Context: an optimization exercise on an open-source flow, tuned for small area and a short achievable clock period. The choices shown serve that exercise and are no tape-out recipe.
RTL that was checked went through simulation tests only; none was proved equivalent to the original.
Power and IR drop assume default switching activity.

// pod_cvt
module pod_cvt (
    input  wire        clk,
    input  wire        rst,
    input  wire        in_valid,
    input  wire [31:0] in_x,        
    input  wire [3:0]  in_dtype,    
    input  wire        in_sr,       
    input  wire [31:0] in_w,        
    output reg         out_valid,
    output reg  [31:0] out_y,       
    output reg         out_nan      
);
export LEC_CHECK = 0
export ABC_AREA = 1
export CAP_MARGIN = 20
export CORE_MARGIN = 2
export CORE_UTILIZATION = 40
export CTS_BUF_LIST = sky130_fd_sc_hd__clkbuf_8
export SLEW_MARGIN = 20
create_clock -name core_clock -period 18.0 [get_ports {clk}]
standard.sh (not shown) runs the stock make flow with config.mk's settings and CLKGATE_MAP_FILE= SYNTH_SCRIPT=/design/flow/synth_recipe.tcl, a recipe that flattens the netlist after the stock synthesis.
==> flow/flow/run.sh <==
#!/bin/bash
# Own layout flow: ORFS, as standard.sh runs it, with these changes:
#  - synthesis (the same Yosys steps as synth_recipe.tcl, so the registers keep
#    their names and cells) maps the logic with ABC scripts of its own
#    (flow/abc_proc.tcl): the logic feeding the input registers with
#    flow/abc1.script at delay target flow/abc1_delay, the rest with
#    flow/abc.script at flow/abc_delay; Yosys's full-adder extraction is off
#    (ADDER_MAP_FILE empty) so that ABC sees all of the logic;
#  - ports are buffered (the same buffer_ports step) with the cell named in
#    flow/port_buffer;
#  - the layout steps get the make variables in flow/make_vars, if any
#    (optimisation settings such as repair_timing's setup margin).
# Each tool's output goes to a log of its own in this folder.
set -euo pipefail
W=$(pwd)
F=$W/flow
export OWN_ABC_D=$(cat $F/abc_delay)
export OWN_ABC_SCRIPT=$W/own_abc.script
sed "s/{D}/-D $OWN_ABC_D/g" $F/abc.script > $OWN_ABC_SCRIPT
if [[ -f $F/abc1.script ]]; then
  export OWN_ABC1_D=$(cat $F/abc1_delay)
  export OWN_ABC1_SCRIPT=$W/own_abc1.script
  sed "s/{D}/-D $OWN_ABC1_D/g" $F/abc1.script > $OWN_ABC1_SCRIPT
fi
{ head -n 1 $W/synth_recipe.tcl; cat $F/abc_proc.tcl; tail -n +2 $W/synth_recipe.tcl; } > $W/own_synth.tcl
SYN=SYNTH_SCRIPT=$W/own_synth.tcl
# the knobs standard.sh passes on make's command line
KNOBS=$(sed -n 's/^make .*CLKGATE_MAP_FILE= [^ ]* \(.*\) "\${@:-finish}"$/\1/p' $W/standard.sh)
BUF=$(cat $F/port_buffer 2>/dev/null || echo sky130_fd_sc_hd__buf_1)
# extra make variables for the layout steps (optimisation effort only)
EXTRA=$(cat $F/make_vars 2>/dev/null | tr '\n' ' ' || true)
MK="make -C $FLOW_HOME DESIGN_CONFIG=$W/config.mk WORK_HOME=$W/orfs CLKGATE_MAP_FILE="
eval "$MK $SYN $KNOBS ADDER_MAP_FILE= synth" > $W/log_synth.txt 2>&1
eval "$MK $SYN $KNOBS $EXTRA BUFFER_PORTS_ARGS=\"-buffer_cell $BUF\" finish" > $W/log_layout.txt 2>&1
R=$W/orfs/results/$FLOW_PLATFORM/pod_cvt/base
: # left out here: write the final layout as DEF
Other scripts of this flow, unchanged in this note and not shown: flow/flow/abc.script, flow/flow/abc1.script, flow/flow/abc1_delay, flow/flow/abc_delay, flow/flow/abc_proc.tcl, flow/flow/make_vars, flow/flow/port_buffer
Change:
--- a/flow/design.v
+++ b/flow/design.v
@@ -154,26 +154,25 @@
         assign pa3[gi] = ((gi >> 2) % 2 == 1) ? pa2[gi] & pa2[(gi >> 2 << 2) - 1] : pa2[gi];
         assign pa4[gi] = ((gi >> 3) % 2 == 1) ? pa3[gi] & pa3[(gi >> 3 << 3) - 1] : pa3[gi];
         assign pa5[gi] = ((gi >> 4) % 2 == 1) ? pa4[gi] & pa4[(gi >> 4 << 4) - 1] : pa4[gi];
     end endgenerate
     wire        cin = up ^ (isint & sgn);
     wire [31:0] r   = t ^ ({32{cin}} & {pa5[30:0], 1'b1});
-    wire o16 = (r_ex >= 8'd143);
-    wire o8  = (r_ex >= 8'd135);
-    wire o7  = (r_ex >= 8'd134);
-    wire o3  = (r_ex >= 8'd130);
-    wire o31 = (r_ex >= 8'd158);
+    wire o16 = |n[31:16];
+    wire o8  = |n[31:8];
+    wire o7  = |n[31:7];
+    wire o3  = |n[31:3];
     wire a3  = &n[2:0];
     wire a7  = &n[6:0];
     wire a8  = &n[7:0];
     wire a16 = &n[15:0];
     wire sat_i = isint & (r_huge | (~r_zero & ((t_i4  & (o3  | (up & a3)))  |
                                                (t_i8  & (o7  | (up & a7)))  |
                                                (t_u8  & (o8  | (up & a8)))  |
                                                (t_u16 & (o16 | (up & a16))) |
-                                               (t_i32 & o31))));
+                                               (t_i32 & n[31]))));
     wire of_a = (t_e4 & (&t[6:0]));
     wire of_c = (t_f4 & (&t[2:0])) |
                 (t_e4 & (&t[6:1])) |
                 (t_e5 & (t[6:2] == 5'b11110) & (&t[1:0])) |
                 (t_h  & (t[14:10] == 5'b11110) & (&t[9:0])) |
                 (t_bf & (t[14:7] == 8'hFE) & (&t[6:0]));
=>
- utilization is lower by 3.3 points
- non-clock buffer count came out lower by 26
- synthesized area rose by 1.9%
- clock power fell by 18%
- wire length came out lower by 4.2%
- sequential power drops by about 2%
- setup slack is better by 160 ps
- clock-buffer cell count does not change
- critical path depth went down by 3
Function not checked in the first run of this note: the RTL went through the layout flow alone.

Setup of v6:
pod_cvt with an RTL version that a note above also has.
Size: about 1300 cells after synthesis, roughly 110 I/O pins, roughly 7900 sq um of cells after synthesis.
Design pod_cvt, start of the top module:
module pod_cvt (
    input  wire        clk,
    input  wire        rst,
    input  wire        in_valid,
    input  wire [31:0] in_x,        
    input  wire [3:0]  in_dtype,    
    input  wire        in_sr,       
    input  wire [31:0] in_w,        
    output reg         out_valid,
    output reg  [31:0] out_y,       
    output reg         out_nan      
);
clock: 18.0 ns
lec_check: 0
abc_area: 1
cap_margin: 20
core_margin: 2
core_utilization: 40
slew_margin: 20
==> flow/flow/abc.script <==
strash
dc2
strash
dch
map {D}
buffer -p
upsize {D}
dnsize {D}
==> flow/flow/abc1.script <==
strash
dc2
strash
dch
map {D}
==> flow/flow/abc1_delay <==
800
==> flow/flow/abc_delay <==
3500
==> flow/flow/abc_proc.tcl <==
# Technology mapping with own ABC scripts: the logic that feeds the input
# registers (cells named r_*) first, with its own delay target, then the rest.
proc abc {args} {
  set a $args
  set i [lsearch $a -script]; lset a [expr {$i+1}] $::env(OWN_ABC_SCRIPT)
  set i [lsearch $a -D]; lset a [expr {$i+1}] $::env(OWN_ABC_D)
  if {[info exists ::env(OWN_ABC1_SCRIPT)] && $::env(OWN_ABC1_SCRIPT) ne ""} {
    set a1 $args
    set i [lsearch $a1 -script]; lset a1 [expr {$i+1}] $::env(OWN_ABC1_SCRIPT)
    set i [lsearch $a1 -D]; lset a1 [expr {$i+1}] $::env(OWN_ABC1_D)
    yosys select -set s1 {c:r_*} %ci*
    yosys abc {*}$a1 {@s1}
  }
  yosys abc {*}$a
}
==> flow/flow/make_vars <==
SETUP_SLACK_MARGIN=13
==> flow/flow/port_buffer <==
sky130_fd_sc_hd__buf_1
Scripts as last shown in full above: flow/flow/run.sh
What v7 does differently from v6 at the input level:
--- a/flow/design.v
+++ b/flow/design.v
@@ -35,39 +35,52 @@
     wire [5:0] s_e4  = 6'd21 - el;      
     wire [5:0] s_f4  = 6'd29 - el;      
     wire nrm_h  = (ex >= 8'd113);
     wire nrm_e4 = (ex >= 8'd121);
     wire nrm_f4 = (ex >= 8'd127);
     reg  [5:0] s;
+    reg        zero;     
+    reg        nrm;      
+    reg  [7:0] ef;       
+    reg        eovf;     
     always @(*) begin
-        s = s_int;
-        if (a_h)  s = nrm_h  ? 6'd21 : s_h;
-        if (a_bf) s = 6'd24;
-        if (a_e4) s = nrm_e4 ? 6'd28 : s_e4;
-        if (a_e5) s = nrm_h  ? 6'd29 : s_e5;
-        if (a_f4) s = nrm_f4 ? 6'd30 : s_f4;
-    end
+        s = s_int; zero = (ex1 <= 8'd94); nrm = 1'b0; ef = 8'd0; eovf = 1'b0;
+        if (a_h)  begin s = nrm_h ? 6'd21 : s_h;   zero = (ex1 <= 8'd70); nrm = nrm_h;
+                        ef = {3'd0, ~ex[4], ex[3:0]}; eovf = (ex >= 8'd143); end
+        if (a_bf) begin s = 6'd24;                 zero = 1'b0;           nrm = 1'b1;
+                        ef = ex;                      eovf = 1'b0;           end
+        if (a_e4) begin s = nrm_e4 ? 6'd28 : s_e4; zero = (ex1 <= 8'd85); nrm = nrm_e4;
+                        ef = {4'd0, ~ex[3], ex[2:0]}; eovf = (ex >= 8'd136); end
+        if (a_e5) begin s = nrm_h ? 6'd29 : s_e5;  zero = (ex1 <= 8'd78); nrm = nrm_h;
+                        ef = {3'd0, ~ex[4], ex[3:0]}; eovf = (ex >= 8'd143); end
+        if (a_f4) begin s = nrm_f4 ? 6'd30 : s_f4; zero = (ex1 <= 8'd93); nrm = nrm_f4;
+                        ef = {6'd0, ~ex[1], ex[0]};   eovf = (ex >= 8'd130); end
+    end
+    wire       big  = (ex1 >= 8'd159);
+    wire       huge = (eff & ~mnz) | (a_int & big) | (a_flt & eovf);
     reg        r_valid;
     reg [23:0] r_sig;
     reg        r_sgn;
     reg [5:0]  r_s;
-    reg        r_mnz;
-    reg [7:0]  r_ex;
+    reg        r_zero, r_huge, r_nan;
+    reg [7:0]  r_ef;
     reg [31:0] r_w;
     reg [3:0]  r_dt;
     reg        r_sr;
     always @(posedge clk) begin
         if (rst)
             r_valid <= 1'b0;
         else
             r_valid <= in_valid;
         r_sig  <= {enz, in_x[22:0]};
         r_sgn  <= in_x[31];
         r_s    <= s;
-        r_mnz  <= mnz;
-        r_ex   <= ex;
+        r_zero <= zero;
+        r_huge <= huge;
+        r_nan  <= eff & mnz;
+        r_ef   <= nrm ? ef : 8'd0;
         r_w    <= in_w;
         r_dt   <= in_dtype;
         r_sr   <= in_sr;
     end
     wire t_i4  = (r_dt == 4'd0);
     wire t_i8  = (r_dt == 4'd1);
@@ -79,28 +92,12 @@
     wire t_h   = (r_dt == 4'd7);
     wire t_bf  = (r_dt == 4'd8);
     wire t_i32 = (r_dt == 4'd10);
     wire isint = t_i4 | t_i8 | t_u8 | t_u16 | t_i32;
     wire isflt = t_f4 | t_e4 | t_e5 | t_h | t_bf;
     wire sgn   = r_sgn;
-    wire [7:0] rx1   = {r_ex[7:1], r_ex[0] | ~(|r_ex)};
-    wire       r_eff = &r_ex;
-    wire       r_nan = r_eff & r_mnz;
-    wire       r_inf = r_eff & ~r_mnz;
-    reg        r_zero;   
-    reg        r_nrm;    
-    reg        eovf;     
-    always @(*) begin
-        r_zero = (rx1 <= 8'd94); r_nrm = 1'b0; eovf = 1'b0;
-        if (t_h)  begin r_zero = (rx1 <= 8'd70); r_nrm = (r_ex >= 8'd113); eovf = (r_ex >= 8'd143); end
-        if (t_bf) begin r_zero = 1'b0;           r_nrm = 1'b1;             eovf = 1'b0;             end
-        if (t_e4) begin r_zero = (rx1 <= 8'd85); r_nrm = (r_ex >= 8'd121); eovf = (r_ex >= 8'd136); end
-        if (t_e5) begin r_zero = (rx1 <= 8'd78); r_nrm = (r_ex >= 8'd113); eovf = (r_ex >= 8'd143); end
-        if (t_f4) begin r_zero = (rx1 <= 8'd93); r_nrm = (r_ex >= 8'd127); eovf = (r_ex >= 8'd130); end
-    end
-    wire r_huge = r_inf | (isint & (rx1 >= 8'd159)) | (isflt & eovf);
     wire [63:0] v0  = {r_sig, 40'd0};
     wire [63:0] v1  = r_s[0] ? {1'd0,  v0[63:1]}  : v0;
     wire [63:0] v2  = r_s[1] ? {2'd0,  v1[63:2]}  : v1;
     wire [63:0] v3  = r_s[2] ? {4'd0,  v2[63:4]}  : v2;
     wire [63:0] v4  = r_s[3] ? {8'd0,  v3[63:8]}  : v3;
     wire [63:0] v5  = r_s[4] ? {16'd0, v4[63:16]} : v4;
@@ -131,14 +128,12 @@
             assign p4[gi] = p3[2*gi+1] & p3[2*gi];
         end
     endgenerate
     wire up_sr = g4[1] | (p4[1] & g4[0]);
     wire up_ne = f32[31] & ((|f32[30:0]) | n[0]);
     wire up    = r_sr ? up_sr : up_ne;
-    wire [7:0] r_ef = {r_ex[7:5], r_ex[4] ^ (t_h | t_e5), r_ex[3] ^ t_e4, r_ex[2], r_ex[1] ^ t_f4, r_ex[0]}
-                      & {8{r_nrm}};
     reg  [31:0] t;
     always @(*) begin
         t = 32'd0;
         if (isint) t = n ^ {32{sgn}};
         if (t_f4)  t[2:0]  = {r_ef[1:0], n[0]};
         if (t_e4)  t[6:0]  = {r_ef[3:0], n[2:0]};
==> summary.txt <==
On fraction of power consumed by sequential logic: v7 sits below v6. v7 — buffer count excluding the clock tree in the final layout 8 lower, v6 as reference. In the reports, the flip-flop count of v7 exceeds that of v6. [compare] base=v6 new=v7: worst hold slack -8.4 ps; critical path data required time +50 ps. | worst setup slack | v7 vs v6 | worse |.

-- re-timing with driven ports --
The flow's constraints put no driver on any port. The routed layouts listed below were extracted and timed again, unchanged, in two steps.
Step 1 sets driving cells, clkbuf_16 on the clock port and buf_2 on the other inputs (assumed; they add their load-dependent delay and slew).
Step 2 times the ports against the registers' clock, not the clock port: input delays grow and output delays shrink by t, the midpoint of the rising clock arrivals with the driver on.
Three values: ideal ports, drivers, drivers and shift; two values: the first two.
| run | t (ns) | setup WS [ns] | hold WS [ns] | clock arrival spread, ns | cell pins on the clock port's net |
|---|---|---|---|---|---|
| the first run of note 1 | 0.433 | 12.915 / 12.927 / 12.494 | 0.420 / 0.420 / 0.420 | 0.016 / 0.016 | 1 |
| the second run of note 1 | 0.432 | 13.078 / 13.096 / 12.664 | 0.420 / 0.420 / 0.420 | 0.015 / 0.014 | 1 |
| v6 | 0.406 | 13.125 / 13.125 / 12.811 | 0.415 / 0.415 / 0.415 | 0.010 / 0.010 | 1 |
| v7 | 0.471 | 13.088 / 13.112 / 12.642 | 0.407 / 0.407 / 0.407 | 0.013 / 0.013 | 1 |
After both steps setup and hold are still met in every run listed. For v7, which loses most, drivers alone change the setup slack by +0.024 ns; drivers and shift together by -0.446 ns.
